Context: an optimization exercise on an open-source flow, tuned for small area, a short achievable clock period and few clock cycles. The choices shown serve that exercise and are no tape-out recipe.
RTL that was checked went through simulation tests only; none was proved equivalent to the original.
No activity file was given, so power comes from the tool's default toggle rates.

Setup of nickel:
==> module flush_cvt_s1, before the edit <==
module flush_cvt_s1 (
    input  wire [94:0] x,          
    input  wire        neg,        
    input  wire        lo_nz,      
    input  wire [7:0]  level,
    input  wire [3:0]  fmt,
    output wire [63:0] win,        
    output wire        sticky,     
    output wire        hix,        
    output wire [8:0]  zexp        
);
    wire [9:0]         oh;
    wire               is_int, known;
    wire [4:0]         pm1;
    wire signed [7:0]  emin;
    flush_cvt_fmt u_fmt (.fmt(fmt), .oh(oh), .is_int(is_int), .known(known), .pm1(pm1),
                         .emin(emin));
    wire [6:0] q;
    wire       nz;
    flush_cvt_penc #(.LG(7), .MSB(1)) u_lead (.v({32'd0, x, neg}), .pos(q), .any(nz));
    wire [8:0] t    = 9'd80 - {level[7], level};
    wire [8:0] c_sb = {emin[7], emin} - {4'd0, pm1};                   
    wire [8:0] c_zb = 9'd32 - {emin[7], emin};                         
    wire [8:0] s_ls = t + (is_int ? 9'd0 : c_sb);
    wire [7:0] s_lc = s_ls[8] ? 8'd0 : (s_ls[7:0] > 8'd160) ? 8'd160 : s_ls[7:0];
    wire [6:0] s_nrm;                                                  
    flush_cvt_add7 u_add (.a(q), .b(7'd31 - {2'd0, pm1}), .s(s_nrm));
    wire [8:0] u    = t - c_zb;                                        
    wire [8:0] zb   = {2'd0, q} - u;
    wire       normal = nz & (u[8] | (~u[7] & (q > u[6:0])));
    wire       sel_l = is_int | ~normal;
    wire [7:0] s    = {sel_l & s_lc[7], sel_l ? s_lc[6:0] : s_nrm};
    assign hix = nz & (t[8] | (~t[7] & (q > t[6:0])));
    wire [318:0] t0 = {224'd0, x, {64{neg}}};
    wire [126:0] t6 = ({127{s[7]}}         & t0[128 +: 127])
                    | ({127{s[6]}}         & t0[64 +: 127])
                    | ({127{~s[7] & ~s[6]}} & t0[0 +: 127]);
    wire [94:0]  t5 = s[5] ? t6[32 +: 95]   : t6[0 +: 95];
    wire [78:0]  t4 = s[4] ? t5[16 +: 79]   : t5[0 +: 79];
    wire [70:0]  t3 = s[3] ? t4[8 +: 71]    : t4[0 +: 71];
    wire [66:0]  t2 = s[2] ? t3[4 +: 67]    : t3[0 +: 67];
    wire [64:0]  t1 = s[1] ? t2[2 +: 65]    : t2[0 +: 65];
    assign win      = s[0] ? t1[1 +: 64]    : t1[0 +: 64];
    wire d7 = s[7] & lo_nz;
    wire d5 = s[5] & (neg ? ~(&t6[31:0])  : (|t6[31:0]));
    wire d4 = s[4] & (neg ? ~(&t5[15:0])  : (|t5[15:0]));
    wire d3 = s[3] & (neg ? ~(&t4[7:0])   : (|t4[7:0]));
    wire d2 = s[2] & (neg ? ~(&t3[3:0])   : (|t3[3:0]));
    wire d1 = s[1] & (neg ? ~(&t2[1:0])   : (|t2[1:0]));
    wire d0 = s[0] & (t1[0] ^ neg);
    assign sticky = d7 | d5 | d4 | d3 | d2 | d1 | d0;
    assign zexp = normal ? zb : 9'd0;
endmodule
==> module flush_cvt_core, before the edit <==
module flush_cvt_core (
    input  wire [95:0] acc,
    input  wire [1:0]  tag,
    input  wire [7:0]  level,
    input  wire [3:0]  fmt,
    input  wire        sr,
    input  wire [31:0] rnd,
    output wire [31:0] data,
    output wire        overflow
);
    wire [63:0] win;
    wire        neg, sticky, hix;
    wire [8:0]  zexp;
    assign neg = acc[95];
    flush_cvt_s1 u_s1 (.x(acc[94:0] ^ {95{neg}}), .neg(neg), .lo_nz(|acc[63:0]),
                       .level(level), .fmt(fmt),
                       .win(win), .sticky(sticky), .hix(hix), .zexp(zexp));
    flush_cvt_s2 u_s2 (.win(win), .neg(neg), .sticky(sticky), .hix(hix),
                       .zexp(zexp), .tag(tag), .fmt(fmt), .sr(sr), .rnd(rnd),
                       .data(data), .overflow(overflow));
endmodule
==> module flush_cvt, before the edit <==
module flush_cvt (
    input  wire        clk,
    input  wire        rst,
    input  wire        in_valid,
    output wire        in_ready,
    input  wire [95:0] in_acc,
    input  wire [1:0]  in_tag,
    input  wire [7:0]  in_level,
    input  wire [3:0]  in_fmt,
    input  wire        in_sr,
    input  wire [31:0] in_rand,
    output reg         out_valid,
    output reg  [31:0] out_data,
    output reg         out_overflow
);
    assign in_ready = 1'b1;
    reg        v1;
    reg [94:0] x1;         
    reg        neg1;       
    reg        lo_nz1;     
    reg [1:0]  tag1;
    reg [7:0]  level1;
    reg [3:0]  fmt1;
    reg        sr1;
    reg [31:0] rnd1;
    always @(posedge clk) begin
        if (rst) v1 <= 1'b0;
        else     v1 <= in_valid;
        x1     <= in_acc[94:0] ^ {95{in_acc[95]}};
        neg1   <= in_acc[95];
        lo_nz1 <= |in_acc[63:0];
        tag1   <= in_tag;
        level1 <= in_level;
        fmt1   <= in_fmt;
        sr1    <= in_sr;
        rnd1   <= in_rand;
    end
    wire [63:0] win;
    wire        sticky, hix;
    wire [8:0]  zexp;
    flush_cvt_s1 u_s1 (.x(x1), .neg(neg1), .lo_nz(lo_nz1), .level(level1), .fmt(fmt1), .win(win),
                       .sticky(sticky), .hix(hix), .zexp(zexp));
    reg        v2;
    reg [63:0] win2;
    reg        neg2, sticky2, hix2;
    reg [8:0]  zexp2;
    reg [1:0]  tag2;
    reg [3:0]  fmt2;
    reg        sr2;
    reg [31:0] rnd2;
    always @(posedge clk) begin
        if (rst) v2 <= 1'b0;
        else     v2 <= v1;
        win2    <= win;
        neg2    <= neg1;
        sticky2 <= sticky;
        hix2    <= hix;
        zexp2   <= zexp;
        tag2    <= tag1;
        fmt2    <= fmt1;
        sr2     <= sr1;
        rnd2    <= rnd1;
    end
    wire [31:0] data;
    wire        overflow;
    flush_cvt_s2 u_s2 (.win(win2), .neg(neg2), .sticky(sticky2), .hix(hix2),
                       .zexp(zexp2), .tag(tag2), .fmt(fmt2), .sr(sr2), .rnd(rnd2),
                       .data(data), .overflow(overflow));
    always @(posedge clk) begin
        if (rst) out_valid <= 1'b0;
        else     out_valid <= v2;
        out_data     <= data;
        out_overflow <= overflow;
    end
endmodule
==> flow/config.mk <==
export PLATFORM = sky130hd
export DESIGN_NAME = flush_cvt
export DESIGN_NICKNAME = flush_cvt
export VERILOG_FILES = /design/flow/design.v
export SDC_FILE = /design/flow/constraint.sdc
export NUM_CORES = 4
export LEC_CHECK = 0
export CAP_MARGIN = 20
export CORE_MARGIN = 2
export CORE_UTILIZATION = 60
export PLACE_DENSITY = 0.75
export SLEW_MARGIN = 20
==> flow/constraint.sdc <==
create_clock -name core_clock -period 34.0 [get_ports {clk}]
set_input_delay 6.8000 -clock core_clock [delete_from_list [all_inputs] [get_ports {clk}]]
set_output_delay 6.8000 -clock core_clock [all_outputs]
set_load 0.01 [all_outputs]
standard.sh (not shown) runs the stock make flow with config.mk's settings and CLKGATE_MAP_FILE= SYNTH_SCRIPT=/design/flow/synth_recipe.tcl, a recipe that flattens the netlist after the stock synthesis.
==> flow/flow/run.sh <==
#!/bin/bash
# Standard layout (standard.sh, the standard flow's own ORFS run) with these changes:
#  - synthesis maps with flow/area.abc (ABC's &nf mapper) instead of ORFS's
#    ABC script; the rest of synthesis is synth_recipe.tcl unchanged, so the
#    registers and their names are those of the standard synthesis;
#  - ports are buffered with buf_1 cells instead of clkdlybuf4s50_1;
#  - clock tree: larger sink clusters driven by clkbuf_8, no dummy loads;
#  - timing repair aims for setup slack above SETUP_SLACK_MARGIN.
# make's output goes to make.log here; ORFS keeps each step's log under
# orfs/logs/.
set -euo pipefail
HERE=$(pwd)
export MY_ABC_SCRIPT=$HERE/flow/area.abc
export FLOW_SYNTH_TCL=$HERE/synth_recipe.tcl
bash standard.sh finish SYNTH_SCRIPT=$HERE/flow/synth.tcl \
  SETUP_SLACK_MARGIN=26.2 \
  "BUFFER_PORTS_ARGS=-buffer_cell sky130_fd_sc_hd__buf_1" \
  "CTS_ARGS=-sink_clustering_enable -repair_clock_nets -dont_use_dummy_load -root_buf sky130_fd_sc_hd__clkbuf_16 -buf_list sky130_fd_sc_hd__clkbuf_8 -sink_clustering_size 16 -sink_clustering_max_diameter 60" \
  > make.log 2>&1
==> flow/flow/area.abc <==
strash
&get -n
&fraig -x
&put
scorr
dc2
strash
&get -n
&dch -f
&nf
&put
==> flow/flow/synth.tcl <==
# synth_recipe.tcl, with the liberty mapping done by our ABC script.
proc abc {args} {
  set i [lsearch -exact $args -script]
  if {$i >= 0} { set args [lreplace $args $i [expr {$i + 1}]] }
  set j [lsearch -exact $args -D]
  if {$j >= 0} { set args [lreplace $args $j [expr {$j + 1}]] }
  yosys abc -script $::env(MY_ABC_SCRIPT) {*}$args
}
source $::env(FLOW_SYNTH_TCL)
nickel: all stages complete, timing, DRC and antenna checks passed
Modified inputs, harbor compared to nickel
diff --git a/flow/design.v b/flow/design.v
--- a/flow/design.v
+++ b/flow/design.v
@@ -143,7 +143,6 @@
 module flush_cvt_s1 (
     input  wire [94:0] x,          
     input  wire        neg,        
-    input  wire        lo_nz,      
     input  wire [7:0]  level,
     input  wire [3:0]  fmt,
     output wire [63:0] win,        
@@ -174,23 +173,23 @@
     wire [7:0] s    = {sel_l & s_lc[7], sel_l ? s_lc[6:0] : s_nrm};
     assign hix = nz & (t[8] | (~t[7] & (q > t[6:0])));
     wire [318:0] t0 = {224'd0, x, {64{neg}}};
-    wire [126:0] t6 = ({127{s[7]}}         & t0[128 +: 127])
-                    | ({127{s[6]}}         & t0[64 +: 127])
-                    | ({127{~s[7] & ~s[6]}} & t0[0 +: 127]);
+    wire [190:0] t7 = s[7] ? t0[128 +: 191] : t0[0 +: 191];
+    wire [126:0] t6 = s[6] ? t7[64 +: 127]  : t7[0 +: 127];
     wire [94:0]  t5 = s[5] ? t6[32 +: 95]   : t6[0 +: 95];
     wire [78:0]  t4 = s[4] ? t5[16 +: 79]   : t5[0 +: 79];
     wire [70:0]  t3 = s[3] ? t4[8 +: 71]    : t4[0 +: 71];
     wire [66:0]  t2 = s[2] ? t3[4 +: 67]    : t3[0 +: 67];
     wire [64:0]  t1 = s[1] ? t2[2 +: 65]    : t2[0 +: 65];
     assign win      = s[0] ? t1[1 +: 64]    : t1[0 +: 64];
-    wire d7 = s[7] & lo_nz;
+    wire d7 = s[7] & (neg ? ~(&x[63:0])   : (|x[63:0]));
+    wire d6 = s[6] & (neg ? ~(&t7[63:0])  : (|t7[63:0]));
     wire d5 = s[5] & (neg ? ~(&t6[31:0])  : (|t6[31:0]));
     wire d4 = s[4] & (neg ? ~(&t5[15:0])  : (|t5[15:0]));
     wire d3 = s[3] & (neg ? ~(&t4[7:0])   : (|t4[7:0]));
     wire d2 = s[2] & (neg ? ~(&t3[3:0])   : (|t3[3:0]));
     wire d1 = s[1] & (neg ? ~(&t2[1:0])   : (|t2[1:0]));
     wire d0 = s[0] & (t1[0] ^ neg);
-    assign sticky = d7 | d5 | d4 | d3 | d2 | d1 | d0;
+    assign sticky = d7 | d6 | d5 | d4 | d3 | d2 | d1 | d0;
     assign zexp = normal ? zb : 9'd0;
 endmodule
 module flush_cvt_s2 (
@@ -289,8 +288,7 @@
     wire        neg, sticky, hix;
     wire [8:0]  zexp;
     assign neg = acc[95];
-    flush_cvt_s1 u_s1 (.x(acc[94:0] ^ {95{neg}}), .neg(neg), .lo_nz(|acc[63:0]),
-                       .level(level), .fmt(fmt),
+    flush_cvt_s1 u_s1 (.x(acc[94:0] ^ {95{neg}}), .neg(neg), .level(level), .fmt(fmt),
                        .win(win), .sticky(sticky), .hix(hix), .zexp(zexp));
     flush_cvt_s2 u_s2 (.win(win), .neg(neg), .sticky(sticky), .hix(hix),
                        .zexp(zexp), .tag(tag), .fmt(fmt), .sr(sr), .rnd(rnd),
@@ -315,7 +313,6 @@
     reg        v1;
     reg [94:0] x1;         
     reg        neg1;       
-    reg        lo_nz1;     
     reg [1:0]  tag1;
     reg [7:0]  level1;
     reg [3:0]  fmt1;
@@ -326,7 +323,6 @@
         else     v1 <= in_valid;
         x1     <= in_acc[94:0] ^ {95{in_acc[95]}};
         neg1   <= in_acc[95];
-        lo_nz1 <= |in_acc[63:0];
         tag1   <= in_tag;
         level1 <= in_level;
         fmt1   <= in_fmt;
@@ -336,7 +332,7 @@
     wire [63:0] win;
     wire        sticky, hix;
     wire [8:0]  zexp;
-    flush_cvt_s1 u_s1 (.x(x1), .neg(neg1), .lo_nz(lo_nz1), .level(level1), .fmt(fmt1), .win(win),
+    flush_cvt_s1 u_s1 (.x(x1), .neg(neg1), .level(level1), .fmt(fmt1), .win(win),
                        .sticky(sticky), .hix(hix), .zexp(zexp));
     reg        v2;
     reg [63:0] win2;
Results
- Across both runs, number of vias per cell was lower for harbor than for nickel.
- Launching instance or port of the critical path: out_data[5] -> harbor, out_data[18] -> nickel
- Looking at power, harbor sits 0.76% above nickel.
- In harbor, worst max-slew margin expressed relative to the limit is lower than in nickel.
- Diff nickel -> harbor: area after synthesis shows an increase of 1.6%, area added between synthesis and finish moved down.
- Final area across nickel and harbor: no real change.
- Die area (higher): harbor
Testbench counts of harbor, summed over its fixed seeds: cycles 16,024.
Function not checked in nickel: the RTL went through the layout flow alone.

========
red:
flush_cvt, a different RTL version from the one above (not shown whole).
Size in the first run: about 2,300 cells after synthesis, ~300 flip-flops, ~20,000 µm² of cells after synthesis.
==> flow/design.v (excerpt) <==
module flush_cvt (
    input  wire        clk,
    input  wire        rst,
    input  wire        in_valid,
    output wire        in_ready,
    input  wire [95:0] in_acc,
    input  wire [1:0]  in_tag,
    input  wire [7:0]  in_level,
    input  wire [3:0]  in_fmt,
    input  wire        in_sr,
    input  wire [31:0] in_rand,
    output reg         out_valid,
    output reg  [31:0] out_data,
    output reg         out_overflow
);
==> module flush_cvt_s1, before the edit <==
module flush_cvt_s1 (
    input  wire [95:0] acc,
    input  wire [7:0]  level,
    input  wire [3:0]  fmt,
    output wire [63:0] win,        
    output wire        neg,
    output wire        zero,       
    output wire        sticky,     
    output wire        hix,        
    output wire [8:0]  zexp        
);
    wire [9:0]         oh;
    wire               is_int, known;
    wire [4:0]         pm1;
    wire signed [7:0]  emin;
    flush_cvt_fmt u_fmt (.fmt(fmt), .oh(oh), .is_int(is_int), .known(known), .pm1(pm1),
                         .emin(emin));
    assign neg = acc[95];
    wire [6:0] q;
    wire       nz;
    wire [95:0] dv = {acc[95:1] ^ acc[94:0], acc[0]};
    flush_cvt_penc #(.LG(7), .MSB(1)) u_lead (.v({32'd0, dv}), .pos(q), .any(nz));
    assign zero = ~nz;
    wire signed [9:0] lvl  = {{2{level[7]}}, level};
    wire signed [9:0] pms  = {5'd0, pm1};
    wire signed [9:0] ems  = {{2{emin[7]}}, emin};
    wire signed [9:0] nthr   = 10'sd49 + ems - lvl;
    wire              nt_le0 = nthr[9] | (nthr == 10'sd0);
    wire              nt_big = ~nthr[9] & (nthr > 10'sd127);
    wire              normal = nt_le0 | (~nt_big & (q >= nthr[6:0]));
    wire signed [9:0] hthr   = 10'sd81 - lvl;
    wire              ht_le0 = hthr[9] | (hthr == 10'sd0);
    wire              ht_big = ~hthr[9] & (hthr > 10'sd127);
    assign hix = ht_le0 | (~ht_big & (q >= hthr[6:0]));
    wire signed [9:0] s_ls   = is_int ? (10'sd80 - lvl) : (10'sd80 - lvl + ems - pms);
    wire [7:0]        s_lc   = (s_ls < 10'sd0) ? 8'd0 : (s_ls > 10'sd160) ? 8'd160 : s_ls[7:0];
    wire [6:0]        k_fmt  = 7'd31 - {2'd0, pm1};
    wire [7:0]        s_nrm  = {1'b0, q} + {1'b0, k_fmt};
    wire [7:0]        s      = (is_int | ~normal) ? s_lc : s_nrm;
    wire [318:0] t0 = {{159{neg}}, acc, 64'd0};
    wire [190:0] t7 = s[7] ? t0[128 +: 191] : t0[0 +: 191];
    wire [126:0] t6 = s[6] ? t7[64 +: 127]  : t7[0 +: 127];
    wire [94:0]  t5 = s[5] ? t6[32 +: 95]   : t6[0 +: 95];
    wire [78:0]  t4 = s[4] ? t5[16 +: 79]   : t5[0 +: 79];
    wire [70:0]  t3 = s[3] ? t4[8 +: 71]    : t4[0 +: 71];
    wire [66:0]  t2 = s[2] ? t3[4 +: 67]    : t3[0 +: 67];
    wire [64:0]  t1 = s[1] ? t2[2 +: 65]    : t2[0 +: 65];
    assign win      = s[0] ? t1[1 +: 64]    : t1[0 +: 64];
    wire d7 = s[7] & (|acc[63:0]);
    wire d6 = s[6] & (|t7[63:0]);
    wire d5 = s[5] & (|t6[31:0]);
    wire d4 = s[4] & (|t5[15:0]);
    wire d3 = s[3] & (|t4[7:0]);
    wire d2 = s[2] & (|t3[3:0]);
    wire d1 = s[1] & (|t2[1:0]);
    wire d0 = s[0] & t1[0];
    assign sticky = d7 | d6 | d5 | d4 | d3 | d2 | d1 | d0;
    wire signed [9:0] zoff = lvl - 10'sd48 - ems;
    wire signed [9:0] zb   = {3'd0, q} + zoff;
    assign zexp = normal ? zb[8:0] : 9'd0;
endmodule
==> flow/config.mk <==
export PLATFORM = sky130hd
export DESIGN_NAME = flush_cvt
export DESIGN_NICKNAME = flush_cvt
export VERILOG_FILES = /design/flow/design.v
export SDC_FILE = /design/flow/constraint.sdc
export NUM_CORES = 4
export LEC_CHECK = 0
export CAP_MARGIN = 20
export CORE_MARGIN = 2
export CORE_UTILIZATION = 60
export PLACE_DENSITY = 0.75
export SLEW_MARGIN = 20
==> flow/constraint.sdc <==
create_clock -name core_clock -period 34.0 [get_ports {clk}]
set_input_delay 6.8000 -clock core_clock [delete_from_list [all_inputs] [get_ports {clk}]]
set_output_delay 6.8000 -clock core_clock [all_outputs]
set_load 0.01 [all_outputs]
==> flow/flow/run.sh <==
#!/bin/bash
# Standard layout (standard.sh, the standard flow's own ORFS run) with these changes:
#  - synthesis maps with flow/area.abc (ABC's &nf mapper) instead of ORFS's
#    ABC script; the rest of synthesis is synth_recipe.tcl unchanged, so the
#    registers and their names are those of the standard synthesis;
#  - ports are buffered with buf_1 cells instead of clkdlybuf4s50_1;
#  - timing repair aims for setup slack above SETUP_SLACK_MARGIN.
# make's output goes to make.log here; ORFS keeps each step's log under
# orfs/logs/.
set -euo pipefail
HERE=$(pwd)
export MY_ABC_SCRIPT=$HERE/flow/area.abc
export FLOW_SYNTH_TCL=$HERE/synth_recipe.tcl
bash standard.sh finish SYNTH_SCRIPT=$HERE/flow/synth.tcl \
  SETUP_SLACK_MARGIN=25.8 \
  "BUFFER_PORTS_ARGS=-buffer_cell sky130_fd_sc_hd__buf_1" > make.log 2>&1
Scripts as last shown in full above: flow/flow/area.abc, flow/flow/synth.tcl
Testbench counts of red, summed over its fixed seeds: cycles 16,024.
Setup changes, red to blue
==> flow/design.v, changed modules only <==
module flush_cvt_s1 (
    input  wire [95:0] acc,
    input  wire [7:0]  level,
    input  wire [3:0]  fmt,
    output wire [63:0] win,        
    output wire        neg,
    output wire        zero,       
    output wire        sticky,     
    output wire        hix,        
    output wire [8:0]  zexp        
);
    wire [9:0]         oh;
    wire               is_int, known;
    wire [4:0]         pm1;
    wire signed [7:0]  emin;
    flush_cvt_fmt u_fmt (.fmt(fmt), .oh(oh), .is_int(is_int), .known(known), .pm1(pm1),
                         .emin(emin));
    assign neg = acc[95];
    wire [6:0] q;
    wire       nz;
    wire [95:0] dv = {acc[95:1] ^ acc[94:0], acc[0]};
    flush_cvt_penc #(.LG(7), .MSB(1)) u_lead (.v({32'd0, dv}), .pos(q), .any(nz));
    assign zero = ~nz;
    wire signed [9:0] t    = 10'sd80 - {{2{level[7]}}, level};              
    wire signed [9:0] c_sb = {{2{emin[7]}}, emin} - {5'd0, pm1};           
    wire signed [9:0] c_zb = 10'sd32 - {{2{emin[7]}}, emin};                
    wire signed [9:0] s_ls = is_int ? t : (t + c_sb);
    wire [7:0]        s_lc = s_ls[9] ? 8'd0 : (s_ls > 10'sd160) ? 8'd160 : s_ls[7:0];
    wire [7:0]        s_nrm = {1'b0, q} + (8'd31 - {3'd0, pm1});
    wire signed [9:0] zb   = {3'd0, q} + (c_zb - t);
    wire              normal = ~zb[9] & (zb != 10'sd0);
    wire [7:0]        s    = (is_int | ~normal) ? s_lc : s_nrm;
    assign hix = ($signed({3'd0, q}) > t);
    wire [318:0] t0 = {{159{neg}}, acc, 64'd0};
    wire [190:0] t7 = s[7] ? t0[128 +: 191] : t0[0 +: 191];
    wire [126:0] t6 = s[6] ? t7[64 +: 127]  : t7[0 +: 127];
    wire [94:0]  t5 = s[5] ? t6[32 +: 95]   : t6[0 +: 95];
    wire [78:0]  t4 = s[4] ? t5[16 +: 79]   : t5[0 +: 79];
    wire [70:0]  t3 = s[3] ? t4[8 +: 71]    : t4[0 +: 71];
    wire [66:0]  t2 = s[2] ? t3[4 +: 67]    : t3[0 +: 67];
    wire [64:0]  t1 = s[1] ? t2[2 +: 65]    : t2[0 +: 65];
    assign win      = s[0] ? t1[1 +: 64]    : t1[0 +: 64];
    wire d7 = s[7] & (|acc[63:0]);
    wire d6 = s[6] & (|t7[63:0]);
    wire d5 = s[5] & (|t6[31:0]);
    wire d4 = s[4] & (|t5[15:0]);
    wire d3 = s[3] & (|t4[7:0]);
    wire d2 = s[2] & (|t3[3:0]);
    wire d1 = s[1] & (|t2[1:0]);
    wire d0 = s[0] & t1[0];
    assign sticky = d7 | d6 | d5 | d4 | d3 | d2 | d1 | d0;
    assign zexp = normal ? zb[8:0] : 9'd0;
endmodule
Findings:
Diff red -> blue: area of all placed cells without fillers down about 2%, overall power after layout fell 60 µW, non-clock buffer count in the final layout increased 9.8%, placer congestion estimate went down 6.8%. On parity-gate share of the synthesized area counting xor and xnor cells, the higher figure sits with blue, not red. Lower combinational power share among red and blue: red. blue vs red on clock period minus worst slack: blue is the lower one. Relative to red, cell count after placement has gone down in blue. Of red and blue, the run reporting the lower normalized max-slew margin was red. Slowest stage cell on the critical path = sky130_fd_sc_hd__a21oi_1: red; slowest stage cell on the critical path = sky130_fd_sc_hd__dfxtp_1: blue. blue went all the way through synthesis, placement and routing and the layout is clean on timing, DRC and antenna. Multi-input logic area ends up higher on red.
Function not checked in blue: the RTL went through the layout flow alone.

re-timing with driven ports:
The flow's constraints put no driver on any port. The routed layouts listed below were extracted and timed again, unchanged, in two steps. Step 1: set_driving_cell puts a clkbuf_16 on clk and a buf_2 on each other input, an assumption about the parent block. Step 2 times the ports against the registers' clock, not the clock port: input delays grow and output delays shrink by t, the midpoint of the rising clock arrivals with the driver on. Slacks: no drivers / after step 1 / after step 2; pairs: no drivers / after step 1.
| run | t (ns) | setup slack, ns | latest minus earliest clock arrival (ns) | worst slew at a driven data input, ns |
|---|---|---|---|---|
| nickel | 0.564 | 26.222 / 26.167 / 25.749 | 0.057 / 0.056 | 0.04 |
| harbor | 0.555 | 26.228 / 26.169 / 25.844 | 0.064 / 0.064 | 0.04 |
| red | 0.659 | 25.902 / 25.902 / 25.902 | 0.032 / 0.032 | 0.05 |
| blue | 0.629 | 26.053 / 26.053 / 26.053 | 0.015 / 0.014 | 0.05 |
After both steps setup and hold are still met in every run listed. For nickel, which loses most, drivers alone change the setup slack by -0.055 ns; drivers and shift together by -0.473 ns.
